This design comes from an exercise in tuning for small area, a short achievable clock period and few clock cycles on the open sky130 flow, not from production work. Where RTL was checked, it was by simulation tests only, not by an equivalence proof against the original. Only the layout flow was run in run 5; the RTL was not checked for function there. Power figures rest on the tool's default switching activity, not on a simulated workload.

--- flow/constraint.sdc ---
create_clock -name core_clock -period 10.0 [get_ports {clk}]
set_input_delay 2.0000 -clock core_clock [delete_from_list [all_inputs] [get_ports {clk}]]
set_output_delay 2.0000 -clock core_clock [all_outputs]
set_load 0.01 [all_outputs]
--- flow/config.mk ---
export PLATFORM = sky130hd
export DESIGN_NAME = hallmark_lane
export DESIGN_NICKNAME = hallmark_lane
export VERILOG_FILES = /design/flow/design.v
export SDC_FILE = /design/flow/constraint.sdc
export NUM_CORES = 4
export LEC_CHECK = 0
export ABC_AREA = 1
export CAP_MARGIN = 20
export CORE_MARGIN = 2
export CORE_UTILIZATION = 30
export PLACE_DENSITY = 0.5
export SLEW_MARGIN = 20
--- flow/flow/run.sh ---
#!/bin/bash
# Standard layout, except: no full/half adder cells (plain gates are faster
# here), the smallest plain buffer on every port, a clock tree of mid-size
# buffers without dummy loads, and timing repair aimed at a 3.7 ns period.
set -euo pipefail
DU="sky130_fd_sc_hd__probe_p_8 sky130_fd_sc_hd__probec_p_8 sky130_fd_sc_hd__lpflow_bleeder_1 sky130_fd_sc_hd__lpflow_clkbufkapwr_1 sky130_fd_sc_hd__lpflow_clkbufkapwr_16 sky130_fd_sc_hd__lpflow_clkbufkapwr_2 sky130_fd_sc_hd__lpflow_clkbufkapwr_4 sky130_fd_sc_hd__lpflow_clkbufkapwr_8 sky130_fd_sc_hd__lpflow_clkinvkapwr_1 sky130_fd_sc_hd__lpflow_clkinvkapwr_16 sky130_fd_sc_hd__lpflow_clkinvkapwr_2 sky130_fd_sc_hd__lpflow_clkinvkapwr_4 sky130_fd_sc_hd__lpflow_clkinvkapwr_8 sky130_fd_sc_hd__lpflow_decapkapwr_12 sky130_fd_sc_hd__lpflow_decapkapwr_3 sky130_fd_sc_hd__lpflow_decapkapwr_4 sky130_fd_sc_hd__lpflow_decapkapwr_6 sky130_fd_sc_hd__lpflow_decapkapwr_8 sky130_fd_sc_hd__lpflow_inputiso0n_1 sky130_fd_sc_hd__lpflow_inputiso0p_1 sky130_fd_sc_hd__lpflow_inputiso1n_1 sky130_fd_sc_hd__lpflow_inputiso1p_1 sky130_fd_sc_hd__lpflow_inputisolatch_1 sky130_fd_sc_hd__lpflow_isobufsrc_1 sky130_fd_sc_hd__lpflow_isobufsrc_16 sky130_fd_sc_hd__lpflow_isobufsrc_2 sky130_fd_sc_hd__lpflow_isobufsrc_4 sky130_fd_sc_hd__lpflow_isobufsrc_8 sky130_fd_sc_hd__lpflow_isobufsrckapwr_16 sky130_fd_sc_hd__lpflow_lsbuf_lh_hl_isowell_tap_1 sky130_fd_sc_hd__lpflow_lsbuf_lh_hl_isowell_tap_2 sky130_fd_sc_hd__lpflow_lsbuf_lh_hl_isowell_tap_4 sky130_fd_sc_hd__lpflow_lsbuf_lh_isowell_4 sky130_fd_sc_hd__lpflow_lsbuf_lh_isowell_tap_1 sky130_fd_sc_hd__lpflow_lsbuf_lh_isowell_tap_2 sky130_fd_sc_hd__lpflow_lsbuf_lh_isowell_tap_4  sky130_fd_sc_hd__fa_1 sky130_fd_sc_hd__fa_2 sky130_fd_sc_hd__fa_4 sky130_fd_sc_hd__ha_1 sky130_fd_sc_hd__ha_2 sky130_fd_sc_hd__ha_4"
export BUFFER_PORTS_ARGS="-buffer_cell sky130_fd_sc_hd__buf_1"
export CTS_ARGS="-sink_clustering_enable -repair_clock_nets -dont_use_dummy_load -buf_list {sky130_fd_sc_hd__clkbuf_4 sky130_fd_sc_hd__clkbuf_8}"
export SETUP_SLACK_MARGIN=6.3
bash standard.sh "DONT_USE_CELLS=$DU" finish > standard.log 2>&1
--- flow/standard.sh ---
#!/bin/bash
# synth_recipe.tcl (not shown) runs the flow's synth.tcl, then flattens the netlist and writes it again
# the make line also repeats each setting of config.mk as NAME=value (left out here)
make -C /OpenROAD-flow-scripts/flow DESIGN_CONFIG=/design/flow/config.mk WORK_HOME=/design/flow/orfs CLKGATE_MAP_FILE= SYNTH_SCRIPT=/design/flow/synth_recipe.tcl "${@:-finish}"
--- flow/design.v ---
module hallmark_lane (
    input  wire         clk,
    input  wire         rst,
    input  wire         start,
    input  wire [7:0]   stream,
    input  wire [1:0]   tflag,
    input  wire         restart,
    input  wire [63:0]  seq,
    input  wire [47:0]  sec,
    input  wire [31:0]  nsec,
    input  wire [3:0]   nrange,
    input  wire [63:0]  devser,
    input  wire [255:0] prev,
    output wire         idle,
    input  wire         in_valid,
    input  wire [63:0]  in_data,
    output wire         in_ready,
    output reg          done,
    output wire [255:0] hallmark
);
    function [31:0] rotr(input [31:0] x, input integer n);
        rotr = (x >> n) | (x << (32 - n));
    endfunction
    function [31:0] bsig0(input [31:0] x);
        bsig0 = rotr(x, 2) ^ rotr(x, 13) ^ rotr(x, 22);
    endfunction
    function [31:0] bsig1(input [31:0] x);
        bsig1 = rotr(x, 6) ^ rotr(x, 11) ^ rotr(x, 25);
    endfunction
    function [31:0] ssig0(input [31:0] x);
        ssig0 = rotr(x, 7) ^ rotr(x, 18) ^ (x >> 3);
    endfunction
    function [31:0] ssig1(input [31:0] x);
        ssig1 = rotr(x, 17) ^ rotr(x, 19) ^ (x >> 10);
    endfunction
    function [63:0] csa(input [31:0] x, input [31:0] y, input [31:0] z);
        csa = {((x & y) | (x & z) | (y & z)) << 1, x ^ y ^ z};
    endfunction
    function [63:0] bswap64(input [63:0] x);
        integer i;
        for (i = 0; i < 8; i = i + 1)
            bswap64[8*i +: 8] = x[56 - 8*i +: 8];
    endfunction
    localparam [2047:0] KTAB = {
        256'hc67178f2bef9a3f7a4506ceb90befffa8cc7020884c8781478a5636f748f82ee,
        256'h682e6ff35b9cca4f4ed8aa4a391c0cb334b0bcb52748774c1e376c0819a4c116,
        256'h106aa070f40e3585d6990624d192e819c76c51a3c24b8b70a81a664ba2bfe8a1,
        256'h92722c8581c2c92e766a0abb650a735453380d134d2c6dfc2e1b213827b70a85,
        256'h1429296706ca6351d5a79147c6e00bf3bf597fc7b00327c8a831c66d983e5152,
        256'h76f988da5cb0a9dc4a7484aa2de92c6f240ca1cc0fc19dc6efbe4786e49b69c1,
        256'hc19bf1749bdc06a780deb1fe72be5d74550c7dc3243185be12835b01d807aa98,
        256'hab1c5ed5923f82a459f111f13956c25be9b5dba5b5c0fbcf71374491428a2f98
    };
    localparam [255:0] IV = {
        32'h5be0cd19, 32'h1f83d9ab, 32'h9b05688c, 32'h510e527f,
        32'ha54ff53a, 32'h3c6ef372, 32'hbb67ae85, 32'h6a09e667
    };
    reg         st_idle, st_load, st_run;    
    reg [5:0]   rnd;          
    reg         r_end;        
    reg         r_ins;        
    reg         r_sch;        
    reg         addsel;       
    reg         postrun;      
    reg [1:0]   rphase;       
    reg [4:0]   k;            
    reg [3:0]   rot;          
    reg         fill_last;    
    reg         run_last;     
    reg [1:0]   pad;          
    reg [3:0]   rleft;        
    reg [3:0]   nr;           
    reg [31:0]  gsum;         
    reg [31:0]  gleft;        
    reg [2:0]   wsub;         
    reg         dmore;        
    reg [63:0]  inbuf;        
    reg         ib_full;
    reg         in_ready_r;
    reg [31:0]  a, b, c, d, e, f, g, h;
    reg [31:0]  kreg;         
    reg [31:0]  hkw;          
    reg [31:0]  w [0:15];
    reg [31:0]  xa [0:3];     
    reg [31:0]  xe [0:3];     
    assign idle     = st_idle;
    assign in_ready = in_ready_r;
    wire [31:0] Hout [0:7];
    assign Hout[0] = xa[3]; assign Hout[1] = xa[2];
    assign Hout[2] = xa[1]; assign Hout[3] = xa[0];
    assign Hout[4] = xe[3]; assign Hout[5] = xe[2];
    assign Hout[6] = xe[1]; assign Hout[7] = xe[0];
    genvar gi;
    generate
        for (gi = 0; gi < 32; gi = gi + 1) begin : g_out
            assign hallmark[8*gi +: 8] = Hout[gi / 4][31 - 8*(gi % 4) -: 8];
        end
    endgenerate
    wire        xneed   = (rleft != 4'd0) || dmore;
    wire        xfer    = in_ready_r && in_valid;
    wire        ins_ok  = (r_ins || st_load) && !k[4] && (k == 5'd0 || rot == 4'd0);
    wire        pad_go  = !ib_full && !xneed && (pad != 2'd2);
    wire        ins     = ins_ok && (ib_full || pad_go);
    wire        ins_ib  = ins_ok && ib_full;
    wire        ins_pad = ins_ok && pad_go;
    wire [63:0] ib_be   = bswap64(inbuf);
    wire [63:0] lenw    = {20'd0, {3'b000, gsum, 3'b000} + {34'd0, nr} + 38'd9, 6'd0};
    reg  [31:0] insval;
    always @* begin
        if (ib_full)
            insval = k[0] ? ib_be[31:0] : ib_be[63:32];
        else if (pad == 2'd0)
            insval = k[0] ? 32'h00000000 : 32'h80000000;
        else if (k[3:1] == 3'd7)
            insval = k[0] ? lenw[31:0] : lenw[63:32];
        else
            insval = 32'h00000000;
    end
    wire [63:0] wc1 = csa(ssig1(w[14]), w[9], ssig0(w[1]));
    wire [63:0] wc2 = csa(wc1[31:0], wc1[63:32], w[0]);
    wire [31:0] wn  = (r_sch ? wc2[31:0] : gsum) + (r_sch ? wc2[63:32] : {4'd0, in_data[63:36]});
    wire [31:0] tail = ins ? insval : (r_sch ? wn : w[0]);
    wire        k_full  = (k == 5'd16);
    wire        wready  = (ins && k == 5'd15) || (k_full && !ins && rot == 4'd15);
    wire        finish  = st_load && postrun && run_last;
    wire        go      = st_load && !finish && (rphase == 2'd0) && wready;
    wire        len_lo  = ins_pad && (pad == 2'd1) && (k == 5'd15);
    wire        fill_last_n = len_lo ? 1'b1 : fill_last;
    wire        idle_n  = rst || (st_idle && !start) || finish;
    wire        run_n   = !rst && ((st_run && !r_end) || go);
    wire        load_n  = !rst && ((st_idle && start) || (st_load && !finish && !go) || (st_run && r_end));
    wire [5:0]  rnd_n;
    wire        r_sch_n = run_n && (rnd_n != 6'd0) && (rnd_n <= 6'd48);
    assign      rnd_n   = st_run ? (r_end ? 6'd0 : rnd + 6'd1) : (go ? 6'd1 : 6'd0);
    wire [31:0] kt0 [0:63];
    wire [31:0] kt1 [0:31];
    wire [31:0] kt2 [0:15];
    wire [31:0] kt3 [0:7];
    wire [31:0] kt4 [0:3];
    wire [31:0] kt5 [0:1];
    generate
        for (gi = 0; gi < 64; gi = gi + 1) begin : g_kt0
            assign kt0[gi] = KTAB[32*gi +: 32];
        end
        for (gi = 0; gi < 32; gi = gi + 1) begin : g_kt1
            assign kt1[gi] = rnd_n[0] ? kt0[2*gi+1] : kt0[2*gi];
        end
        for (gi = 0; gi < 16; gi = gi + 1) begin : g_kt2
            assign kt2[gi] = rnd_n[1] ? kt1[2*gi+1] : kt1[2*gi];
        end
        for (gi = 0; gi < 8; gi = gi + 1) begin : g_kt3
            assign kt3[gi] = rnd_n[2] ? kt2[2*gi+1] : kt2[2*gi];
        end
        for (gi = 0; gi < 4; gi = gi + 1) begin : g_kt4
            assign kt4[gi] = rnd_n[3] ? kt3[2*gi+1] : kt3[2*gi];
        end
        for (gi = 0; gi < 2; gi = gi + 1) begin : g_kt5
            assign kt5[gi] = rnd_n[4] ? kt4[2*gi+1] : kt4[2*gi];
        end
    endgenerate
    wire [31:0] k_n = rnd_n[5] ? kt5[1] : kt5[0];
    wire        ring_en = addsel || (st_load && (rphase != 2'd0 || go));
    wire [31:0] sum_a   = xa[0] + (addsel ? a : 32'd0);
    wire [31:0] sum_e   = xe[0] + (addsel ? e : 32'd0);
    wire [31:0] ch  = (e & f) ^ (~e & g);
    wire [31:0] maj = (a & b) ^ (a & c) ^ (b & c);
    wire [63:0] rc1 = csa(hkw, bsig1(e), ch);
    wire [63:0] rc2 = csa(rc1[31:0], rc1[63:32], bsig0(a));
    wire [63:0] rc3 = csa(rc2[31:0], rc2[63:32], maj);
    wire [63:0] rc4 = csa(rc1[31:0], rc1[63:32], d);
    wire [31:0] a_n = rc3[31:0] + rc3[63:32];
    wire [31:0] e_n = rc4[31:0] + rc4[63:32];
    wire [63:0] hc  = csa(st_run ? g : xe[1], kreg, w[1]);
    wire [3:0]  rleft_n = (xfer && rleft != 4'd0) ? rleft - 4'd1 : rleft;
    wire        xrange  = xfer && (rleft != 4'd0);
    wire        xdata   = xfer && (rleft == 4'd0);
    wire [31:0] gsum_n  = wn;
    wire        glast   = xdata && (wsub == 3'd7);
    wire        dmore_n = xrange ? 1'b1 : (glast && gleft == 32'd1) ? 1'b0 : dmore;
    wire        ib_full_n = xfer ? 1'b1 : (ins_ib && k[0]) ? 1'b0 : ib_full;
    wire        lo_next   = !xfer && ins_ib && !k[0];
    wire        xneed_n   = (rleft_n != 4'd0) || dmore_n;
    wire [63:0] seq_be = bswap64(seq);
    wire [63:0] sec_be = bswap64({16'h0000, sec});
    wire [63:0] dev_be = bswap64(devser);
    wire [63:0] pv0_be = bswap64(prev[63:0]);
    wire [63:0] pv1_be = bswap64(prev[127:64]);
    wire [63:0] pv2_be = bswap64(prev[191:128]);
    integer i;
    always @(posedge clk) begin
        for (i = 0; i < 15; i = i + 1)
            w[i] <= w[i + 1];
        w[15] <= tail;
        if (st_run) begin
            a <= a_n; b <= a; c <= b; d <= c;
            e <= e_n; f <= e; g <= f; h <= g;
        end else begin
            a <= sum_a; b <= xa[3]; c <= xa[2]; d <= xa[1];
            e <= sum_e; f <= xe[3]; g <= xe[2]; h <= xe[1];
        end
        kreg <= k_n;
        hkw  <= hc[31:0] + hc[63:32];
        if (ring_en) begin
            xa[0] <= xa[1]; xa[1] <= xa[2]; xa[2] <= xa[3]; xa[3] <= sum_a;
            xe[0] <= xe[1]; xe[1] <= xe[2]; xe[2] <= xe[3]; xe[3] <= sum_e;
            rphase <= rphase + 2'd1;
        end
        if (in_ready_r || st_idle)
            inbuf <= st_idle ? prev[255:192] : in_data;
        ib_full <= ib_full_n;
        rleft   <= rleft_n;
        dmore   <= dmore_n;
        if (xrange) begin
            gsum  <= gsum_n;
            gleft <= gsum_n;
        end
        if (xdata)
            wsub <= wsub + 3'd1;
        if (glast)
            gleft <= gleft - 32'd1;
        if (ins)
            rot <= 4'd0;
        else
            rot <= rot + 4'd1;
        if (go) begin
            k         <= 5'd0;
            run_last  <= fill_last_n;
            fill_last <= 1'b0;
        end else begin
            if (ins)
                k <= k + 5'd1;
            fill_last <= fill_last_n;
        end
        if (ins_pad && k[0]) begin
            if (pad == 2'd0)
                pad <= 2'd1;
            else if (k == 5'd15)
                pad <= 2'd2;
        end
        st_idle <= idle_n;
        st_load <= load_n;
        st_run  <= run_n;
        rnd     <= rnd_n;
        postrun <= st_run && r_end;
        r_end   <= run_n && (rnd_n == 6'd0);
        r_ins   <= run_n && (rnd_n >= 6'd50 || rnd_n == 6'd0);
        r_sch   <= r_sch_n;
        addsel  <= (run_n && (rnd_n >= 6'd62 || rnd_n == 6'd0)) || (st_run && r_end);
        if (st_idle) begin
            w[1]  <= 32'h4B484C4D;
            w[2]  <= {16'h0100, stream, 5'b00000, restart, tflag};
            w[3]  <= seq_be[63:32];
            w[4]  <= seq_be[31:0];
            w[5]  <= sec_be[63:32];
            w[6]  <= sec_be[31:0];
            w[7]  <= {nsec[7:0], nsec[15:8], nsec[23:16], nsec[31:24]};
            w[8]  <= {4'h0, nrange, 24'h000000};
            w[9]  <= dev_be[63:32];
            w[10] <= dev_be[31:0];
            w[11] <= pv0_be[63:32];
            w[12] <= pv0_be[31:0];
            w[13] <= pv1_be[63:32];
            w[14] <= pv1_be[31:0];
            w[15] <= pv2_be[63:32];
            w[0]  <= pv2_be[31:0];
            xa[0] <= IV[0*32 +: 32]; xa[1] <= IV[3*32 +: 32];
            xa[2] <= IV[2*32 +: 32]; xa[3] <= IV[1*32 +: 32];
            xe[0] <= IV[4*32 +: 32]; xe[1] <= IV[7*32 +: 32];
            xe[2] <= IV[6*32 +: 32]; xe[3] <= IV[5*32 +: 32];
            rphase <= 2'd0;
            ib_full   <= 1'b1;
            rleft     <= nrange;
            nr        <= nrange;
            dmore     <= 1'b0;
            wsub      <= 3'd0;
            gsum      <= 32'd0;
            k         <= 5'd16;
            rot       <= 4'd15;
            pad       <= 2'd0;
            fill_last <= 1'b0;
            run_last  <= 1'b0;
        end
        if (rst) begin
            done       <= 1'b0;
            in_ready_r <= 1'b0;
        end else begin
            done       <= finish;
            in_ready_r <= xneed_n && (!ib_full_n || lo_next) && !st_idle && !finish && !r_sch_n;
        end
    end
endmodule
==> metrics.md, run 1 <==
| Metric | Value |
|---|---|
| Status | no timing/DRC/antenna violations |
| Distinct cells, synth | 71 |
| Clock H-tree levels | 4 |
| Post-synth top flop | dfxtp_1 |
| Syn_nets | 11,689 |
| Via Count | 75,405 |
| CP Capture Type | flip-flop |
| Cell depth of the worst flop-to-flop path | 14 |
| Clock sinks | 1,228 |
| Critical Path Fanout Max | 3 |
| Period utilization | 37.2% |
| Worst Hold Endpoint | w[12][29]$_DFF_P_ |
| First-pass GRT wire length | 514,000 um |
| Nets | 12,511 |
| Die height | 484 um |
| RSZ-0062 raised after global routing | true |
| Post-synth EDFFs | 100 |
| Row count | 176 |
| Syn_area_per_cell | 6.20 um2 |
| Cell mode on critical path | nand2_1 |
| Port bufs | 805 |
| Buffers & Inverters on Critical Path | 3 |
| Num CTS Buffers | 217 |
| Post-Syn Area | 69,100 um2 |
| Setup violations, final | 0 |
| Ports | 806 |
| Top delay family on crit path | simple AND/OR/NAND/NOR gates |
| Critical path arrival | 4.32 ns |
| Worst-margin pin slew | 1.31 ns |
| Layout cells sized above 1 | 9.99% |
| GP Congestion | 1.01 |
| Yosys warns | 4 |
| Critical path class | input pin to flip-flop |
| CTS Hold Buffers Added | 0 |
| Setup Skew | 0.152 ns |
| Leak pwr | 40.6 nW |
| Core area | 229,000 um2 |
| Reg2reg start | st_run$_DFF_P_ |
| Fin area | 81,600 um2 |
| Vias in the first global route | 72,333 |
| Root buf cell | clkbuf_8 |
| CP max stage cell | buf_1 |
| Total grt overflow | 0 |
| Clock Tree Buf Depth | 3 |
| Slew Limit Fails | 0 |
| Detail Route Antenna Nets | 0 |
| Clk pin slew, worst setup/hold paths | 0.06 ns |
| Synth area leaders | dfxtp_1 33%, nand2_1 24%, inv_1 6.6% |
| Drt first pass iters | 6 |
| Worst skew pair latency | 1.03 ns |
| Total die area | 234,000 um2 |
| R2r endpoint | kreg[17]$_DFF_P_ |
| Post-Syn Instances | 11,142 |
| Hold Crit Start | w[13][29]$_DFF_P_ |
| Yosys top cell area share | 32.7% |
| VDD IR max | 0.321 mV |
| Crit-path cells | buf_1 > nor2_1 > a31oi_2 > inv_1 > nand2_1 > nand2_1 > nor2_2 > nand2_1 > inv_1 > o21ai_0 > nand3_1 > nand2_1 > nand3b_1 > a31oi_2 |
| Register bit count reported by yosys | 1,228 |
| CP max stage delay | 0.49 ns |
| Iteration-0 DRC Markers | 5,949 |
| Die W | 484 um |
| DRC errors left | 0 |
| Initial Util | 30.1% |
| Final Non-Filler Cells | 15,005 |
| Worst Path Required | 10.61 ns |
| Area post-placement | 74,900 um2 |
| Worst relative slew slack | 11.8% |
| Met3 WL | 20,200 um |
| Min Clock Period, post-route | 3.72 ns |
| Most numerous cell in the Yosys netlist | nand2_1 |
| Fraction of registers with async set/reset | 0% |
| Met2 WL post-DR | 180,000 um |
| Sequential area share after synthesis | 37.0% |
| Reg2Reg Setup Slack | 6.32 ns |
| Avg Vias per Cell | 5.03 |
| Initial antenna violation count | 28 |
| CTS tree | yes |
| WL final | 371,000 um |
| Top cells by count, synth | 4,506 x nand2_1, 1,220 x inv_1, 1,128 x dfxtp_1, 852 x nor2_1, 820 x nand3_1 |
| Post-layout util | 35.6% |
| Largest net degree at the start of global routing | 196 |
| Layout area overhead | 18.2% |
| Post-Route Setup TNS | 0 ns |
| Hold WC Path Type | flip-flop to flip-flop |
| Final Hold Fails | 0 |
| DRT met1 WL | 145,000 um |
| Placed Cells | 14,645 |
| Hold path depth | 2 |
| Type of origin of the critical path | input pin |
| FMAX | 269 MHz |
| DR top layer | met5 |
| Leading area contributor after synthesis | dfxtp_1 |
| Total GRT Usage | 30.4% |
| Total of max-cap violations | 0 |
| Power Density | 361 nW/um2 |
| Drt wl/cell | 24.8 um |
| DP Wirelength | 297,000 um |
[worst max path at each step]
stage / start / endpoint / cells after the start
after global placement: in_valid / gleft[30]$_DFFE_PP_ / 13
final: in_data[45] / gleft[27]$_DFFE_PP_ / 14
after CTS: e[15]$_DFF_P_ / e[27]$_DFF_P_ / 24
after floorplan: in_valid / gleft[1]$_DFFE_PP_ / 11
after detailed placement: in_valid / gleft[30]$_DFFE_PP_ / 13
after global routing: addsel$_DFF_P_ / xe[3][29]$_SDFFE_PP0P_ / 23
[per-layer routing]
layer,GRT usage (%),vias up
li1,-,36576
met1,35.0,35353
met2,53.3,2745
met3,4.40,715
met4,17.8,16
met5,0,-
[worst min-delay path, stage by stage, from the launching register on]
cell	delay, ns
dfxtp_1	0.32
nand2_1	0.05
nand2_1	0.04
[cells by family after synthesis]
logic type	Yosys count	share of synthesized area [%]
AOI/OAI and AO/OA	1340	10.7
xor gates and xnor gates	292	3.73
adders and majority gates	31	0.449
buffers and inverters	1658	9.12
DFF	1228	37.0
muxes	8	0.116
and+or+nand+nor	6585	38.8
[registers in the layout (all words and copies together), names as in the netlist, 64 cells and up]
signal and cells:
inbuf 64, xa 128, w 512, xe 128
[cell usage in the layout, fill, tap and decap left out, types with 32 or more instances in the layout]
cell,instances
nand3_2,92
buf_1,791
nor2_1,767
o21ai_1,56
dfxtp_1,1016
nand2_2,166
xnor2_1,104
inv_1,1153
dfxtp_4,39
nor2_4,45
nand3b_1,44
nor3_1,92
xor2_1,168
edfxtp_1,100
nand4_1,56
o211ai_1,55
a21oi_1,336
clkinvlp_4,36
clkbuf_8,217
o21ai_2,32
a31oi_1,52
nand2_1,4371
dfxtp_2,73
nor2_2,59
or2_2,50
o21ai_0,617
nand3_1,738
buf_4,141
inv_2,76
[where the power goes]
| group | switching, mW | internal [mW] | total (mW) |
|---|---|---|---|
| logic | 13.6 | 5.53 | 19.1 |
| registers | 0.802 | 5.65 | 6.45 |
| clock network | 2.02 | 1.89 | 3.90 |
| total | 16.4 | 13.1 | 29.5 |
[per-stage QoR]
| stage | hold slack [ns] | total power [mW] | setup WS (ns) |
|---|---|---|---|
| after floorplan | 0.388 | 18.3 | 6.34 |
| after global placement | 0.394 | 24.1 | 5.01 |
| after detailed placement | 0.395 | 24.1 | 4.97 |
| after CTS | 0.309 | 28.5 | 6.30 |
| after global routing | 0.346 | 31.9 | 6.19 |
| final | 0.339 | 29.5 | 6.28 |
[area by class of cell]
class / count / area (um2)
tap: 3026 / 3790
clock buffer: 217 / 2990
timing repair inverter: 5 / 45.0
multi-input combinational: 8258 / 39200
inverter: 1275 / 5010
sequential: 1228 / 25800
timing repair buffer: 979 / 4770
antenna: 17 / 42.5
fill: 25559 / 148000
[what timing repair did]
action / CTS / global route
pin swaps: 8 / 37
gates cloned: 8 / 6
endpoints found under the setup margin: 564 / 280
buffers inserted: 62 / 50
gates resized for setup: 341 / 470
Testbench counts, summed over its fixed seeds: cycles 447,163.
==> inputs of run 2 (changes only) <==
--- a/flow/flow/run.sh
+++ b/flow/flow/run.sh
@@ -3,3 +3,3 @@
 # here), the smallest plain buffer on every port, a clock tree of mid-size
-# buffers without dummy loads, and timing repair aimed at a 3.7 ns period.
+# buffers without dummy loads, and timing repair aimed at a 3.9 ns period.
 set -euo pipefail
@@ -8,3 +8,3 @@
 export CTS_ARGS="-sink_clustering_enable -repair_clock_nets -dont_use_dummy_load -buf_list {sky130_fd_sc_hd__clkbuf_4 sky130_fd_sc_hd__clkbuf_8}"
-export SETUP_SLACK_MARGIN=6.3
+export SETUP_SLACK_MARGIN=6.1
 bash standard.sh "DONT_USE_CELLS=$DU" finish > standard.log 2>&1
==> run 2 against run 1 <==
Hold slack worse by 0.0027 ns. Critical path depth shrank 13. Cell count fell by 0.21%. Via count shrank 0.48%. Die area is the same. Sequential power is essentially flat. Synthesized cell count stayed put. Clock power barely moved. Largest cell class unchanged.
==> metrics.md, run 2 <==
| Metric | Value |
|---|---|
| Ports | 806 |
| Worst Path Required | 8.00 ns |
| Post-Syn Area | 69,100 um2 |
| Post-Route Setup TNS | 0 ns |
| First-pass GRT wire length | 512,000 um |
| Worst relative slew slack | 23.3% |
| Yosys warns | 4 |
| Post-synth EDFFs | 100 |
| Type of origin of the critical path | flip-flop |
| Layout fillers | 25,658 |
| Critical Path Fanout Max | 4 |
| Register area | 25,700 um2 |
| Sequential power share | 22.5% |
| CP max stage delay | 0.71 ns |
| Worst skew pair latency | 1.04 ns |
| Hold WC Path Type | flip-flop to flip-flop |
| Critical path class | flip-flop to primary output |
| Initial antenna violation count | 28 |
| CTS Hold Buffers Added | 0 |
| Num CTS Buffers | 217 |
| Syn_nets | 11,689 |
| Multi-input gate area | 38,100 um2 |
| Drt wl/cell | 24.6 um |
| Total die area | 234,000 um2 |
| Power Density | 358 nW/um2 |
| Sw Ratio | 55.6% |
| Clock Tree Buf Depth | 3 |
| Syn_area_per_cell | 6.20 um2 |
| Distinct cells, synth | 71 |
| Max reg flops | 512 |
| Most flops, register | w |
| Iteration-0 DRC Markers | 6,089 |
| Leading area contributor after synthesis | dfxtp_1 |
| Status | no timing/DRC/antenna violations |
| CTS tree | yes |
| Clock H-tree levels | 4 |
| Worst-margin pin slew | 1.14 ns |
| CP Capture Type | primary output |
| Comb power frac | 63.9% |
| Pwr Total | 28.7 mW |
| Nets | 12,478 |
| Row count | 176 |
| Critical path arrival | 1.81 ns |
| Initial Util | 30.1% |
| Commonest non-fill, non-tap cell in the layout | nand2_1 |
| DP Wirelength | 297,000 um |
| Top Registers | w: 512 flops, xa: 128 flops, xe: 128 flops |
| FMAX | 262 MHz |
| Via Count | 75,040 |
| Slew Limit Fails | 0 |
| Die W | 484 um |
| Avg Vias per Cell | 5.01 |
| Layout cells sized above 1 | 7.34% |
| Leak pwr | 40.3 nW |
| Port bufs | 805 |
| Most numerous cell in the Yosys netlist | nand2_1 |
| Largest net degree at the start of global routing | 196 |
| GP Congestion | 1.01 |
| VDD IR max | 0.334 mV |
| Pint | 12.7 mW |
| Setup violations, final | 0 |
| Post-Syn Instances | 11,142 |
| Post-synth top flop | dfxtp_1 |
| Total GRT Usage | 30.2% |
| Vias in the first global route | 72,007 |
| Buffers & Inverters on Critical Path | 1 |
| Core area | 229,000 um2 |
| P_sw | 15.9 mW |
| DRC errors left | 0 |
| Min Clock Period, post-route | 3.81 ns |
| Clock power share | 13.6% |
| Register bit count reported by yosys | 1,228 |
| Detail Route Antenna Nets | 0 |
| Sequential area share after synthesis | 37.0% |
| Total grt overflow | 0 |
| Root buf cell | clkbuf_8 |
| Final Hold Fails | 0 |
| Place WS | 4.97 ns |
| Total of max-cap violations | 0 |
| Commonest cells after routing, fill and taps aside | 4,462 x nand2_1, 1,176 x inv_1, 1,057 x dfxtp_1 |
| WL final | 369,000 um |
| Yosys top cell area share | 32.7% |
| Layout area overhead | 16.1% |
| Setup Skew | 0.153 ns |
| Top cells by count, synth | 4,506 x nand2_1, 1,220 x inv_1, 1,128 x dfxtp_1, 852 x nor2_1, 820 x nand3_1 |
| Die height | 484 um |
| Top delay family on crit path | flip-flops |
| Drt first pass iters | 6 |
| RSZ-0062 raised after global routing | true |
| Period utilization | 38.1% |
| Synth area leaders | dfxtp_1 33%, nand2_1 24%, inv_1 6.6% |
| Setup WS post-layout | 6.19 ns |
| Fraction of registers with async set/reset | 0% |
| Clk pin slew, worst setup/hold paths | 0.06 ns |
| Crit-path cells | buf_1 |
| CP max stage cell | dfxtp_1 |
| Clock sinks | 1,228 |
## run 2: kinds of logic (layout without fill, tap and decap cells)
family | Yosys count | in the layout | synth area share (%)
buffers and inverters | 1658 | 2443 | 9.12
multiplexers | 8 | 8 | 0.116
XOR/XNOR | 292 | 292 | 3.73
other | 0 | 18 | 0
AO/OA/AOI/OAI | 1340 | 1340 | 10.7
adder cells (fa/ha/maj) | 31 | 31 | 0.449
flip-flops | 1228 | 1228 | 37.0
AND/OR/NAND/NOR | 6585 | 6587 | 38.8
## run 2: timing repair
item | in CTS | in global routing
gates cloned | 7 | 4
endpoints found under the hold margin | 0 | 0
setup endpoints to repair | 383 | 205
pin swaps | 2 | 13
buffers inserted | 40 | 41
resized for setup | 157 | 280
## run 2: worst paths after layout
| check | endpoint | slack, ns | depth (start not counted) | start |
|---|---|---|---|---|
| max | hallmark[198] | 6.19 | 1 | xe[1][30]$_SDFFE_PP1P_ |
| min | w[12][29]$_DFF_P_ | 0.34 | 2 | w[13][29]$_DFF_P_ |
| max reg2reg | w[15][25]$_DFF_P_ | 6.20 | 23 | w[1][29]$_SDFF_PP0_ |
| min reg2reg | w[12][29]$_DFF_P_ | 0.34 | 2 | w[13][29]$_DFF_P_ |
## run 2: stage by stage
stage / util [%] / cell area, um2 / hold WS (ns) / std cells
floorplan: - / 69100 / 0.388 / 11142
global placement: 32.6 / 74900 / 0.394 / 14645
detailed placement: 32.6 / 74900 / 0.395 / 14645
CTS: 34.3 / 78800 / 0.309 / 14909
global route: 34.9 / 80100 / 0.346 / 14964
finish: 34.9 / 80200 / 0.337 / 14973
## run 2: metal layers
layer  part of all wire (%)  up-vias  global-route usage [%]
li1                       -    36516                       -
met2                     48     2751                    53.1
met1                     39    35066                    34.9
met3                    5.4      691                    4.30
met4                    7.1       16                    17.7
met5                  0.027        -                       0
## run 2: layout make-up
cell class | instances | area share [%]
timing repair buffer | 946 | 5.54
timing repair inverter | 5 | 0.0562
clock buffer | 217 | 3.73
sequential | 1228 | 32.1
multi-input combinational | 8258 | 47.6
inverter | 1275 | 6.21
antenna | 18 | 0.0562
tap | 3026 | 4.72
## run 2: power by group through the flow
stage                     clock network, mW  registers, mW  logic (mW)
after global routing                   4.21           6.49        20.4
after detailed placement                  0           6.50        17.6
after floorplan                           0           6.07        12.3
final                                  3.91           6.45        18.3
after global placement                    0           6.50        17.6
after CTS                              4.01           6.41        17.9
==> inputs of run 3 (changes only) <==
--- a/flow/flow/run.sh
+++ b/flow/flow/run.sh
@@ -2,4 +2,4 @@
 # Standard layout, except: no full/half adder cells (plain gates are faster
-# here), the smallest plain buffer on every port, a clock tree of mid-size
-# buffers without dummy loads, and timing repair aimed at a 3.9 ns period.
+# here), the smallest plain buffer on every port, a clock tree of large
+# buffers without dummy loads, and timing repair aimed at a 4 ns period.
 set -euo pipefail
@@ -7,4 +7,4 @@
 export BUFFER_PORTS_ARGS="-buffer_cell sky130_fd_sc_hd__buf_1"
-export CTS_ARGS="-sink_clustering_enable -repair_clock_nets -dont_use_dummy_load -buf_list {sky130_fd_sc_hd__clkbuf_4 sky130_fd_sc_hd__clkbuf_8}"
-export SETUP_SLACK_MARGIN=6.1
+export CTS_ARGS="-sink_clustering_enable -repair_clock_nets -dont_use_dummy_load -sink_clustering_size 22 -sink_clustering_max_diameter 80 -buf_list {sky130_fd_sc_hd__clkbuf_16}"
+export SETUP_SLACK_MARGIN=6
 bash standard.sh "DONT_USE_CELLS=$DU" finish > standard.log 2>&1
==> run 3 against run 2 <==
Critical path type is now input pin to flip-flop. Die area unchanged. Clock power fell by 11%. Worst setup slack got worse by 0.095 ns. Synthesized cell count unchanged. Critical endpoint is now w[15][25]$_DFF_P_. Core utilization decreased by 0.63 points.
==> metrics.md, run 3 <==
| Metric | Value |
|---|---|
| Distinct cells, synth | 71 |
| Layout area overhead | 14.0% |
| CTS Hold Buffers Added | 0 |
| Port bufs | 805 |
| Num CTS Buffers | 92 |
| Hold path depth | 2 |
| Reg2reg start | w[14][6]$_DFF_P_ |
| Pint | 12.3 mW |
| Worst skew pair latency | 0.81 ns |
| Syn_nets | 11,689 |
| Layout cells sized above 1 | 5.49% |
| Largest net degree at the start of global routing | 196 |
| FMAX | 256 MHz |
| Detail Route Antenna Nets | 0 |
| Avg Vias per Cell | 5.00 |
| Fin area | 78,700 um2 |
| Die W | 484 um |
| Register bit count reported by yosys | 1,228 |
| Root buf cell | clkbuf_16 |
| Commonest cells after routing, fill and taps aside | 4,479 x nand2_1, 1,178 x inv_1, 1,065 x dfxtp_1 |
| Row count | 176 |
| Initial antenna violation count | 27 |
| Min Clock Period, post-route | 3.91 ns |
| Buffers & Inverters on Critical Path | 2 |
| Most flops, register | w |
| Most numerous cell in the Yosys netlist | nand2_1 |
| Die height | 484 um |
| Critical path class | input pin to flip-flop |
| Setup Skew | 0.0979 ns |
| Setup violations, final | 0 |
| Power Density | 356 nW/um2 |
| Sequential power share | 23.0% |
| VDD IR max | 0.325 mV |
| P_sw | 15.6 mW |
| Syn_area_per_cell | 6.20 um2 |
| Crit-path cells | buf_1 > nor2_1 > a31oi_1 > nand2_1 > nand2_1 > inv_1 > nand2_1 > nor2_2 > nand2_1 > nand2_1 > a21oi_1 > nand3_1 > nand3_1 > nand2_2 > a21oi_1 |
| Critical Path Fanout Max | 3 |
| Total GRT Usage | 29.9% |
| Levels on crit path | 15 |
| Via Count | 74,096 |
| Setup WS post-layout | 6.09 ns |
| First-pass GRT wire length | 506,000 um |
| RSZ-0062 raised after global routing | true |
| Pwr Total | 28.0 mW |
| Total die area | 234,000 um2 |
| Commonest non-fill, non-tap cell in the layout | nand2_1 |
| Critical path arrival | 4.59 ns |
| Place WS | 4.97 ns |
| Worst relative slew slack | 17.5% |
| Top cells by count, synth | 4,506 x nand2_1, 1,220 x inv_1, 1,128 x dfxtp_1, 852 x nor2_1, 820 x nand3_1 |
| Vias in the first global route | 70,637 |
| Initial Util | 30.1% |
| Top delay family on crit path | simple AND/OR/NAND/NOR gates |
| Core area | 229,000 um2 |
| Hold WC Path Type | flip-flop to flip-flop |
| Leading area contributor after synthesis | dfxtp_1 |
| Synth area leaders | dfxtp_1 33%, nand2_1 24%, inv_1 6.6% |
| Total grt overflow | 0 |
| CP Capture Type | flip-flop |
| Sequential area share after synthesis | 37.0% |
| Iteration-0 DRC Markers | 6,052 |
| Yosys top cell area share | 32.7% |
| Final Hold Fails | 0 |
| CP max stage delay | 0.54 ns |
| Drt wl/cell | 24.6 um |
| Post-synth EDFFs | 100 |
| Area post-placement | 74,900 um2 |
| Post-layout util | 34.3% |
| Comb power frac | 64.5% |
| CTS tree | yes |
| Clock sinks | 1,228 |
| Sw Ratio | 55.9% |
| Total of max-cap violations | 0 |
| Clk pin slew, worst setup/hold paths | 0.08 ns |
| Hold Crit Start | w[8][17]$_SDFF_PP0_ |
| Cell depth of the worst flop-to-flop path | 23 |
| Status | no timing/DRC/antenna violations |
| DRC errors left | 0 |
| GP Congestion | 1.01 |
| DP Wirelength | 297,000 um |
| Clock H-tree levels | 3 |
| Cell mode on critical path | nand2_1 |
| Drt first pass iters | 6 |
| Ports | 806 |
| WL final | 364,000 um |
| CP max stage cell | buf_1 |
| Worst-margin pin slew | 1.23 ns |
| Clock power share | 12.5% |
| Leak pwr | 39.6 nW |
| Worst Path Required | 10.68 ns |
| Post-synth top flop | dfxtp_1 |
| Slew Limit Fails | 0 |
| Period utilization | 39.1% |
| Reg2Reg Setup Slack | 6.13 ns |
| Fraction of registers with async set/reset | 0% |
| Post-Syn Area | 69,100 um2 |
| Crit. Startpoint | in_data[51] |
| Post-Syn Instances | 11,142 |
| Nets | 12,324 |
| Layout fillers | 25,710 |
| Yosys warns | 4 |
| Top Registers | w: 512 flops, xa: 128 flops, xe: 128 flops |
| Max reg flops | 512 |
| Clock Tree Buf Depth | 3 |
| Post-Route Setup TNS | 0 ns |
| Type of origin of the critical path | input pin |
[run 3: cell counts after synthesis]
Identical to the previous run, type by type.
[run 3: power by group through the flow]
stage	Sequential, mW	Clock [mW]	Combinational, mW
3_3_place_gp	6.50	0	17.6
5_1_grt	6.48	3.72	20.2
6_report	6.43	3.49	18.1
4_1_cts	6.40	3.57	17.8
3_5_place_dp	6.50	0	17.6
2_1_floorplan	6.07	0	12.3
[run 3: layer usage]
layer | track usage (%) | vias up | wire, um
li1 | - | 36213 | -
met1 | 34.8 | 34739 | 144000
met2 | 52.8 | 2528 | 177000
met3 | 3.44 | 598 | 18000
met4 | 16.9 | 18 | 24800
met5 | 0 | - | 101
[run 3: kinds of logic after synthesis]
| logic type | after synthesis | share of synthesized area [%] |
|---|---|---|
| AND/OR/NAND/NOR | 6585 | 38.8 |
| buffers and inverters | 1658 | 9.12 |
| AO/OA/AOI/OAI | 1340 | 10.7 |
| flip-flops | 1228 | 37.0 |
| XOR/XNOR | 292 | 3.73 |
| adder cells (fa/ha/maj) | 31 | 0.449 |
| multiplexers | 8 | 0.116 |
[run 3: repair_timing]
item                                    4_1_cts  5_1_grt
buffers inserted                             23       35
pin swaps                                     1        3
resized for setup                           105      218
gates cloned                                  3        3
hold endpoints to repair                      0        0
endpoints found under the setup margin      330      302
[run 3: worst min-delay path: cells and delay by family (launching register included)]
kind	cells	cell delay, ns
DFF	1	0.31
and+or+nand+nor	2	0.09
[run 3: final cells by class]
| cell class | count | area, um2 | area share [%] |
|---|---|---|---|
| Multi-Input combinational cell | 8258 | 37800 | 48.0 |
| Sequential cell | 1228 | 25700 | 32.7 |
| Inverter | 1275 | 4940 | 6.28 |
| Timing Repair Buffer | 919 | 4110 | 5.22 |
| Tap cell | 3026 | 3790 | 4.81 |
| Clock buffer | 92 | 2300 | 2.92 |
| Antenna cell | 19 | 47.5 | 0.0604 |
| Timing Repair inverter | 3 | 25.0 | 0.0318 |
[run 3: worst paths after layout]
path / to
worst max-delay path: w[15][25]$_DFF_P_
worst max register to register: w[15][25]$_DFF_P_
worst min-delay path: w[7][17]$_DFF_P_
worst min register to register: w[7][17]$_DFF_P_
[run 3: through the flow]
stage,hold slack [ns],cells
after global placement,0.394,14645
final,0.392,14820
after CTS,0.396,14763
after detailed placement,0.395,14645
after floorplan,0.388,11142
after global routing,0.418,14809
==> inputs of run 4 (changes only) <==
--- a/flow/flow/run.sh
+++ b/flow/flow/run.sh
@@ -3,3 +3,3 @@
 # here), the smallest plain buffer on every port, a clock tree of large
-# buffers without dummy loads, and timing repair aimed at a 4 ns period.
+# buffers without dummy loads, and timing repair aimed at a 3.8 ns period.
 set -euo pipefail
@@ -8,3 +8,3 @@
 export CTS_ARGS="-sink_clustering_enable -repair_clock_nets -dont_use_dummy_load -sink_clustering_size 22 -sink_clustering_max_diameter 80 -buf_list {sky130_fd_sc_hd__clkbuf_16}"
-export SETUP_SLACK_MARGIN=6
+export SETUP_SLACK_MARGIN=6.2
 bash standard.sh "DONT_USE_CELLS=$DU" finish > standard.log 2>&1
==> run 4 against run 3 <==
Die area unchanged. Wire length rose by 1.0%. Synthesized cell count did not move. First-iteration DRC count increased by 0.84%. Maximum frequency rose by 2.5%. Final area grew 1.5%. Core utilization is 0.50 points higher. Critical path type unchanged. Highest routed layer unchanged.
==> metrics.md, run 4 <==
| Metric | Value |
|---|---|
| Status | no timing/DRC/antenna violations |
| Avg Vias per Cell | 5.02 |
| Drt wl/cell | 24.8 um |
| RSZ-0062 raised after global routing | true |
| Critical path arrival | 4.45 ns |
| Via Count | 74,584 |
| Crit path to | w[15][25]$_DFF_P_ |
| Yosys top cell area share | 32.7% |
| Port bufs | 805 |
| Largest net degree at the start of global routing | 196 |
| Top Registers | w: 512 flops, xa: 128 flops, xe: 128 flops |
| Critical path class | input pin to flip-flop |
| Sequential power share | 22.7% |
| Total die area | 234,000 um2 |
| DP Wirelength | 297,000 um |
| Clock power share | 12.3% |
| Worst-margin pin slew | 1.17 ns |
| Crit-path cells | buf_1 > nor2_1 > nor2_1 > nand3_1 > nand2_1 > inv_1 > nand2_1 > nor2_1 > a21oi_1 > nand2_2 > nand2_1 > nand2_1 > nand2_1 > nand3_1 > nand2_2 > a21oi_1 |
| Final Hold Fails | 0 |
| Area post-placement | 74,900 um2 |
| Power Density | 355 nW/um2 |
| Period utilization | 38.1% |
| Reg2Reg Setup Slack | 6.26 ns |
| Drt first pass iters | 7 |
| Core area | 229,000 um2 |
| Clock Tree Buf Depth | 3 |
| Top cells by count, synth | 4,506 x nand2_1, 1,220 x inv_1, 1,128 x dfxtp_1, 852 x nor2_1, 820 x nand3_1 |
| Most flops, register | w |
| CP max stage cell | buf_1 |
| Initial antenna violation count | 27 |
| Comb power frac | 65.0% |
| Vias in the first global route | 70,883 |
| Yosys warns | 4 |
| Initial Util | 30.1% |
| Pint | 12.5 mW |
| Leak pwr | 39.9 nW |
| DRC errors left | 0 |
| Worst skew pair latency | 0.81 ns |
| Die height | 484 um |
| CP max stage delay | 0.42 ns |
| First-pass GRT wire length | 508,000 um |
| Worst relative slew slack | 22.2% |
| Type of origin of the critical path | input pin |
| Max reg flops | 512 |
| Post-Syn Instances | 11,142 |
| Nets | 12,356 |
| Clk pin slew, worst setup/hold paths | 0.08 ns |
| Layout area overhead | 15.7% |
| Commonest non-fill, non-tap cell in the layout | nand2_1 |
| Cell mode on critical path | nand2_1 |
| CTS Hold Buffers Added | 0 |
| WL final | 368,000 um |
| Commonest cells after routing, fill and taps aside | 4,425 x nand2_1, 1,162 x inv_1, 1,047 x dfxtp_1 |
| Reg2reg start | st_run$_DFF_P_ |
| Sw Ratio | 56.0% |
| Critical Path Fanout Max | 3 |
| Slew Limit Fails | 0 |
| Clock H-tree levels | 3 |
| Min Clock Period, post-route | 3.81 ns |
| Setup violations, final | 0 |
| Post-synth EDFFs | 100 |
| Total of max-cap violations | 0 |
| Iteration-0 DRC Markers | 6,103 |
| Leading area contributor after synthesis | dfxtp_1 |
| Cell depth of the worst flop-to-flop path | 13 |
| Post-synth top flop | dfxtp_1 |
| Sequential area share after synthesis | 37.0% |
| Setup Skew | 0.0972 ns |
| Ports | 806 |
| Num CTS Buffers | 92 |
| Synth area leaders | dfxtp_1 33%, nand2_1 24%, inv_1 6.6% |
| R2r endpoint | kreg[8]$_DFF_P_ |
| Row count | 176 |
| Register bit count reported by yosys | 1,228 |
| Syn_area_per_cell | 6.20 um2 |
| Clock sinks | 1,228 |
| Most numerous cell in the Yosys netlist | nand2_1 |
| P_sw | 15.9 mW |
| VDD IR max | 0.332 mV |
| Total grt overflow | 0 |
| GP Congestion | 1.01 |
| Distinct cells, synth | 71 |
| CTS tree | yes |
| Layout cells sized above 1 | 7.31% |
| Fin area | 79,900 um2 |
| Crit. Startpoint | in_data[43] |
| Die W | 484 um |
| FMAX | 263 MHz |
| Hold WC Path Type | flip-flop to flip-flop |
| Detail Route Antenna Nets | 0 |
| Syn_nets | 11,689 |
| Post-Syn Area | 69,100 um2 |
| Worst Path Required | 10.64 ns |
| Root buf cell | clkbuf_16 |
| CP Capture Type | flip-flop |
| Total GRT Usage | 30.0% |
| Fraction of registers with async set/reset | 0% |
| Post-Route Setup TNS | 0 ns |
run 4: cell counts after synthesis:
Identical to the previous run, type by type.
run 4: worst min path at each step:
stage	startpoint	to	slack [ns]	cells past startpoint
6_report	w[2][26]$_SDFF_PP0_	w[1][26]$_SDFF_PP0_	0.40	2
3_3_place_gp	w[7][7]$_DFF_P_	w[6][7]$_SDFF_PP0_	0.39	2
3_5_place_dp	w[7][7]$_DFF_P_	w[6][7]$_SDFF_PP0_	0.39	2
2_1_floorplan	w[2][12]$_DFF_P_	w[1][12]$_SDFF_PP0_	0.39	2
4_1_cts	w[15][6]$_DFF_P_	w[14][6]$_DFF_P_	0.40	2
5_1_grt	w[8][17]$_SDFF_PP0_	w[7][17]$_DFF_P_	0.42	2
run 4: cells by family after synthesis:
family	synth area share (%)
xor+xnor	3.73
flops	37.0
mux	0.116
simple gates	38.8
compound gates	10.7
buf+inv	9.12
fa+ha+maj	0.449
run 4: worst max-delay path: cells and delay by family:
family	cells	cell delay, ns
simple gates	12	1.65
buf+inv	2	0.54
compound gates	2	0.25
run 4: what timing repair did:
action                                  4_1_cts  5_1_grt
resized for setup                           220      355
pin swaps                                     2       18
endpoints found under the setup margin      430      367
setup buffers                                49       35
gates cloned                                  5        7
run 4: area by class of cell:
class	instances	area [um2]
inverters	1275	5000
multi-input cells	8258	38400
diodes	18	45.0
repair buffers	949	4480
clock buffers	92	2300
repair inverters	5	45.0
well taps	3026	3790
fillers	25652	150000
flip-flops and latches	1228	25800
run 4: layer usage:
layer,vias up,GRT usage (%),wire length (um)
met2,2717,53.1,179000
met5,-,0,99
met3,593,3.32,18600
met1,34976,35.1,145000
li1,36282,-,-
met4,16,17.1,25300
run 4: power groups by stage:
stage                     logic [mW]  clock network (mW)  registers [mW]
after global routing            20.5                3.72            6.49
final                           18.5                3.49            6.45
after global placement          17.6                   0            6.50
after CTS                       17.9                3.57            6.41
after floorplan                 12.3                   0            6.07
after detailed placement        17.6                   0            6.50
run 4: metrics by stage:
| step | utilization, % | power [mW] | instances | setup slack (ns) | hold slack [ns] |
|---|---|---|---|---|---|
| after floorplan | - | 18.3 | 11142 | 6.34 | 0.388 |
| after global placement | 32.6 | 24.1 | 14645 | 5.01 | 0.394 |
| after detailed placement | 32.6 | 24.1 | 14645 | 4.97 | 0.395 |
| after CTS | 34.1 | 27.9 | 14791 | 6.20 | 0.396 |
| after global routing | 34.8 | 30.7 | 14841 | 6.10 | 0.418 |
| final | 34.8 | 28.4 | 14851 | 6.19 | 0.396 |
==> inputs of run 5 (changes only) <==
--- a/flow/design.v
+++ b/flow/design.v
@@ -58,2 +58,4 @@
     reg         st_idle, st_load, st_run;    
+    reg         sel_eh;       
+    reg         sel_hkw;      
     reg [5:0]   rnd;          
@@ -78,2 +80,3 @@
     reg         ib_full;
+    reg         acc_pend;     
     reg         in_ready_r;
@@ -120,3 +123,3 @@
     wire [63:0] wc2 = csa(wc1[31:0], wc1[63:32], w[0]);
-    wire [31:0] wn  = (r_sch ? wc2[31:0] : gsum) + (r_sch ? wc2[63:32] : {4'd0, in_data[63:36]});
+    wire [31:0] wn  = wc2[31:0] + wc2[63:32];
     wire [31:0] tail = ins ? insval : (r_sch ? wn : w[0]);
@@ -131,5 +134,3 @@
     wire        load_n  = !rst && ((st_idle && start) || (st_load && !finish && !go) || (st_run && r_end));
-    wire [5:0]  rnd_n;
-    wire        r_sch_n = run_n && (rnd_n != 6'd0) && (rnd_n <= 6'd48);
-    assign      rnd_n   = st_run ? (r_end ? 6'd0 : rnd + 6'd1) : (go ? 6'd1 : 6'd0);
+    wire [5:0]  rnd_n   = st_run ? (r_end ? 6'd0 : rnd + 6'd1) : (go ? 6'd1 : 6'd0);
     wire [31:0] kt0 [0:63];
@@ -142,21 +143,22 @@
         for (gi = 0; gi < 64; gi = gi + 1) begin : g_kt0
-            assign kt0[gi] = KTAB[32*gi +: 32];
+            assign kt0[gi] = KTAB[32*((gi + 1) % 64) +: 32];
         end
         for (gi = 0; gi < 32; gi = gi + 1) begin : g_kt1
-            assign kt1[gi] = rnd_n[0] ? kt0[2*gi+1] : kt0[2*gi];
+            assign kt1[gi] = rnd[0] ? kt0[2*gi+1] : kt0[2*gi];
         end
         for (gi = 0; gi < 16; gi = gi + 1) begin : g_kt2
-            assign kt2[gi] = rnd_n[1] ? kt1[2*gi+1] : kt1[2*gi];
+            assign kt2[gi] = rnd[1] ? kt1[2*gi+1] : kt1[2*gi];
         end
         for (gi = 0; gi < 8; gi = gi + 1) begin : g_kt3
-            assign kt3[gi] = rnd_n[2] ? kt2[2*gi+1] : kt2[2*gi];
+            assign kt3[gi] = rnd[2] ? kt2[2*gi+1] : kt2[2*gi];
         end
         for (gi = 0; gi < 4; gi = gi + 1) begin : g_kt4
-            assign kt4[gi] = rnd_n[3] ? kt3[2*gi+1] : kt3[2*gi];
+            assign kt4[gi] = rnd[3] ? kt3[2*gi+1] : kt3[2*gi];
         end
         for (gi = 0; gi < 2; gi = gi + 1) begin : g_kt5
-            assign kt5[gi] = rnd_n[4] ? kt4[2*gi+1] : kt4[2*gi];
+            assign kt5[gi] = rnd[4] ? kt4[2*gi+1] : kt4[2*gi];
         end
     endgenerate
-    wire [31:0] k_n = rnd_n[5] ? kt5[1] : kt5[0];
+    wire [31:0] k_next = rnd[5] ? kt5[1] : kt5[0];
+    wire [31:0] k_n = (st_run && !r_end) ? k_next : go ? KTAB[32*1 +: 32] : KTAB[0 +: 32];
     wire        ring_en = addsel || (st_load && (rphase != 2'd0 || go));
@@ -172,3 +174,3 @@
     wire [31:0] e_n = rc4[31:0] + rc4[63:32];
-    wire [63:0] hc  = csa(st_run ? g : xe[1], kreg, w[1]);
+    wire [63:0] hc  = csa(sel_hkw ? g : xe[1], kreg, w[1]);
     wire [3:0]  rleft_n = (xfer && rleft != 4'd0) ? rleft - 4'd1 : rleft;
@@ -176,3 +178,3 @@
     wire        xdata   = xfer && (rleft == 4'd0);
-    wire [31:0] gsum_n  = wn;
+    wire [31:0] gsum_n  = gsum + {4'd0, inbuf[63:36]};
     wire        glast   = xdata && (wsub == 3'd7);
@@ -195,5 +197,8 @@
             a <= a_n; b <= a; c <= b; d <= c;
+        end else begin
+            a <= sum_a; b <= xa[3]; c <= xa[2]; d <= xa[1];
+        end
+        if (sel_eh) begin
             e <= e_n; f <= e; g <= f; h <= g;
         end else begin
-            a <= sum_a; b <= xa[3]; c <= xa[2]; d <= xa[1];
             e <= sum_e; f <= xe[3]; g <= xe[2]; h <= xe[1];
@@ -212,3 +217,4 @@
         dmore   <= dmore_n;
-        if (xrange) begin
+        acc_pend <= xrange;
+        if (acc_pend) begin
             gsum  <= gsum_n;
@@ -242,2 +248,4 @@
         st_run  <= run_n;
+        sel_eh  <= !load_n;
+        sel_hkw <= run_n && (rnd_n != 6'd0) || idle_n;
         rnd     <= rnd_n;
@@ -246,3 +254,3 @@
         r_ins   <= run_n && (rnd_n >= 6'd50 || rnd_n == 6'd0);
-        r_sch   <= r_sch_n;
+        r_sch   <= run_n && (rnd_n != 6'd0) && (rnd_n <= 6'd48);
         addsel  <= (run_n && (rnd_n >= 6'd62 || rnd_n == 6'd0)) || (st_run && r_end);
@@ -287,3 +295,3 @@
             done       <= finish;
-            in_ready_r <= xneed_n && (!ib_full_n || lo_next) && !st_idle && !finish && !r_sch_n;
+            in_ready_r <= xneed_n && (!ib_full_n || lo_next) && !st_idle && !finish;
         end
--- a/flow/flow/run.sh
+++ b/flow/flow/run.sh
@@ -2,4 +2,4 @@
 # Standard layout, except: no full/half adder cells (plain gates are faster
-# here), the smallest plain buffer on every port, a clock tree of large
-# buffers without dummy loads, and timing repair aimed at a 3.8 ns period.
+# here), the smallest plain buffer on every port, a clock tree of mid-size
+# buffers without dummy loads, and timing repair aimed at a 4 ns period.
 set -euo pipefail
@@ -7,4 +7,4 @@
 export BUFFER_PORTS_ARGS="-buffer_cell sky130_fd_sc_hd__buf_1"
-export CTS_ARGS="-sink_clustering_enable -repair_clock_nets -dont_use_dummy_load -sink_clustering_size 22 -sink_clustering_max_diameter 80 -buf_list {sky130_fd_sc_hd__clkbuf_16}"
-export SETUP_SLACK_MARGIN=6.2
+export CTS_ARGS="-sink_clustering_enable -repair_clock_nets -dont_use_dummy_load -buf_list {sky130_fd_sc_hd__clkbuf_4 sky130_fd_sc_hd__clkbuf_8}"
+export SETUP_SLACK_MARGIN=6
 bash standard.sh "DONT_USE_CELLS=$DU" finish > standard.log 2>&1
==> run 5 against run 4 <==
Via count up 0.71%. Register-to-register slack worse by 0.14 ns. Hold slack worse by 0.058 ns. Clock power up 11%. Worst setup slack worse by 0.085 ns. Clock skew up 0.026 ns. Combinational power up 26%. Sequential share of layout area down 0.51 points. Final area up 1.2%.
==> metrics.md, run 5 <==
| Metric | Value |
|---|---|
| CTS tree | yes |
| Fraction of registers with async set/reset | 0% |
| Worst-margin pin slew | 1.26 ns |
| Drt wl/cell | 23.1 um |
| Register area | 25,700 um2 |
| Initial Util | 30.2% |
| Post-synth EDFFs | 100 |
| Most numerous cell in the Yosys netlist | nand2_1 |
| Critical path class | flip-flop to primary output |
| GP Congestion | 1.01 |
| Post-Route Setup TNS | 0 ns |
| Hold WC Path Type | flip-flop to flip-flop |
| Buffers & Inverters on Critical Path | 1 |
| Clk pin slew, worst setup/hold paths | 0.06 ns |
| Most flops, register | w |
| Cell depth of the worst flop-to-flop path | 24 |
| Num CTS Buffers | 215 |
| Commonest cells after routing, fill and taps aside | 4,554 x nand2_1, 1,210 x inv_1, 1,104 x dfxtp_1 |
| Min Clock Period, post-route | 3.89 ns |
| Largest net degree at the start of global routing | 180 |
| Area post-placement | 77,600 um2 |
| Total of max-cap violations | 0 |
| Hold path depth | 2 |
| Setup violations, final | 0 |
| DP Wirelength | 287,000 um |
| Nets | 12,725 |
| WL final | 355,000 um |
| Simple-gate area share of the yosys netlist | 39.7% |
| Leading area contributor after synthesis | dfxtp_1 |
| Core area | 238,000 um2 |
| Critical Path Fanout Max | 4 |
| Yosys top cell area share | 31.5% |
| Worst relative slew slack | 15.4% |
| Layout cells sized above 1 | 6.58% |
| Fin area | 80,900 um2 |
| Root buf cell | clkbuf_8 |
| Via Count | 75,113 |
| Worst skew pair latency | 1.01 ns |
| Top Registers | w: 512 flops, xa: 128 flops, xe: 128 flops |
| Post-synthesis mux area share | 0.0418% |
| CP max stage delay | 0.75 ns |
| Syn_area_per_cell | 6.25 um2 |
| Register bit count reported by yosys | 1,231 |
| Period utilization | 38.9% |
| FMAX | 257 MHz |
| Layout fillers | 26,791 |
| Leak pwr | 41.0 nW |
| Yosys warns | 4 |
| CP Capture Type | primary output |
| Synth area leaders | dfxtp_1 32%, nand2_1 24%, inv_1 6.4% |
| Distinct cells, synth | 77 |
| XOR/XNOR Fraction of Synth Area | 4.17% |
| Clock sinks | 1,231 |
| VDD IR max | 0.414 mV |
| Max reg flops | 512 |
| Top cells by count, synth | 4,557 x nand2_1, 1,215 x inv_1, 1,131 x dfxtp_1, 844 x nor2_1, 817 x nand3_1 |
| Iteration-0 DRC Markers | 7,163 |
| Compound-cell area share of the yosys netlist | 11.0% |
| Reg2Reg Setup Slack | 6.12 ns |
| Top delay family on crit path | flip-flops |
| Port bufs | 805 |
| Post-Syn Instances | 11,486 |
| Worst Hold Endpoint | w[12][27]$_DFF_P_ |
| Total GRT Usage | 28.0% |
| CP max stage cell | dfxtp_1 |
| Initial antenna violation count | 33 |
| Crit. Startpoint | xa[0][3]$_SDFFE_PP0P_ |
| Avg Vias per Cell | 4.89 |
| Row count | 179 |
| Drt first pass iters | 19 |
| Post-synth top flop | dfxtp_1 |
| Layout area overhead | 12.7% |
| Clock Tree Buf Depth | 3 |
| DRC errors left | 0 |
| First-pass GRT wire length | 495,000 um |
| Commonest non-fill, non-tap cell in the layout | nand2_1 |
| Hold Crit Start | w[13][27]$_DFF_P_ |
| Levels on crit path | 1 |
| Crit-path cells | buf_1 |
| Type of origin of the critical path | flip-flop |
| Vias in the first global route | 70,860 |
| Sequential area share after synthesis | 35.7% |
| Die W | 493 um |
| Post-Synth Adder-Cell Area | 0.307% |
| Worst Path Required | 8.00 ns |
| Power Density | 421 nW/um2 |
| Total die area | 243,000 um2 |
| WHS | 0.339 ns |
| Status | no timing/DRC/antenna violations |
| Multi-input gate area | 39,700 um2 |
| Reg2reg start | e[15]$_DFF_P_ |
| Setup Skew | 0.123 ns |
| Largest family of logic cells by synthesized area | simple AND/OR/NAND/NOR gates |
| R2r endpoint | a[28]$_DFF_P_ |
| Post-Syn Area | 71,800 um2 |
| Detail Route Antenna Nets | 0 |
| Critical path arrival | 1.89 ns |
| Ports | 806 |
| Syn_nets | 12,033 |
| RSZ-0062 raised after global routing | false |
| Total grt overflow | 0 |
| Die height | 493 um |
| Slew Limit Fails | 0 |
| Final Hold Fails | 0 |
| Clock H-tree levels | 4 |
==> run 5: cell types whose count changed in the layout (fill, tap and decap cells not counted), sizes merged, moves of 17 or more <==
cell      delta
a31oi       -17
clkinvlp    -34
nor2        +38
inv         +41
a21oi       +45
xor2        +41
buf         -72
nand2      +170
clkbuf     +116
nand3       +50
nor3        -20
==> run 5: worst min-delay path, delay by kind of cell (launching register included) <==
kind             cells  cell delay [ns]
AND/OR/NAND/NOR      2             0.10
flip-flops           1             0.31
==> run 5: repair_timing <==
action / in CTS / in global routing
endpoints found under the setup margin: 217 / 256
hold buffers: 0 / 0
setup buffers: 2 / 5
hold endpoints to repair: 0 / 0
cloned: 0 / 1
pin swaps: 0 / 1
gates resized for setup: 17 / 50
==> run 5: metal layers <==
layer | wire length (um) | up-vias | GRT usage, % | share of wire [%]
met2 | 166000 | 2765 | 47.3 | 47
met3 | 22500 | 692 | 4.87 | 6.3
met4 | 24200 | 22 | 16.7 | 6.8
met1 | 142000 | 34289 | 33.2 | 40
met5 | 138 | - | 0 | 0.039
li1 | - | 37345 | - | -
==> run 5: cells by family after synthesis <==
logic type                 count (synthesis)
and+or+nand+nor                         6813
buffers and inverters                   1683
AOI/OAI and AO/OA                       1402
DFF                                     1231
xor gates and xnor gates                 332
adders and majority gates                 22
muxes                                      3
==> run 5: how the worst max path moves through the flow <==
stage,end,slack [ns]
floorplan,gleft[0]$_DFFE_PP_,6.10
global placement,xe[3][10]$_SDFFE_PP0P_,5.27
detailed placement,xe[3][9]$_SDFFE_PP0P_,5.22
CTS,hallmark[42],6.03
global route,hallmark[42],6.00
finish,hallmark[123],6.11
==> run 5: metrics by stage <==
step                      util (%)  total power [mW]  setup slack (ns)  instances
after CTS                     33.9              33.7              6.03      15337
after global placement        32.6              29.8              5.27      15120
after global routing          34.0              36.8              6.00      15350
final                         34.0              34.1              6.11      15368
after detailed placement      32.6              29.8              5.22      15120
after floorplan                  -              22.4              6.10      11486
==> run 5: power by group <==
| group | leakage, nW | internal, mW | switching [mW] |
|---|---|---|---|
| combinational | 29.1 | 6.57 | 16.8 |
| sequential | 10.4 | 5.76 | 1.04 |
| clock | 1.55 | 1.87 | 1.99 |
| total | 41.0 | 14.2 | 19.9 |
==> run 5: cell type report <==
type                    count  share of cell area (%)
repair buffers            869                    4.46
multi-input cells        8573                    49.1
clock buffers             215                    3.66
well taps                3167                    4.90
inverters                1288                    6.04
flip-flops and latches   1231                    31.8
diodes                     25                  0.0774

[afterwards: timing with drivers on the ports]
The flow's constraints put no driver on any port. The routed layouts listed below were extracted and timed again, unchanged, in two steps. Step 1, drivers: a clkbuf_16 drives clk and a buf_2 each remaining input, both assumed. Step 2 times the ports against the registers' clock, not the clock port: input delays grow and output delays shrink by t, the midpoint of the rising clock arrivals with the driver on. a / b / c = ideal ports / drivers / drivers and shift; a / b = the first two.
run | shift t [ns] | setup slack, ns | worst setup path after step 2 | worst data-port slew with drivers (ns)
run 1 | 1.022 | 6.284 / 6.274 / 5.319 | input to register | 0.16
run 2 | 1.034 | 6.190 / 6.106 / 5.256 | input to register | 0.15
run 3 | 0.840 | 6.095 / 6.125 / 5.316 | input to register | 0.14
run 4 | 0.839 | 6.191 / 6.188 / 5.412 | input to register | 0.15
run 5 | 1.056 | 6.106 / 6.004 / 5.322 | input to register | 0.12
After both steps every run listed still meets setup and hold. The setup slack of run 1, which loses most, moves by -0.010 ns with the drivers and by -0.965 ns with both steps.
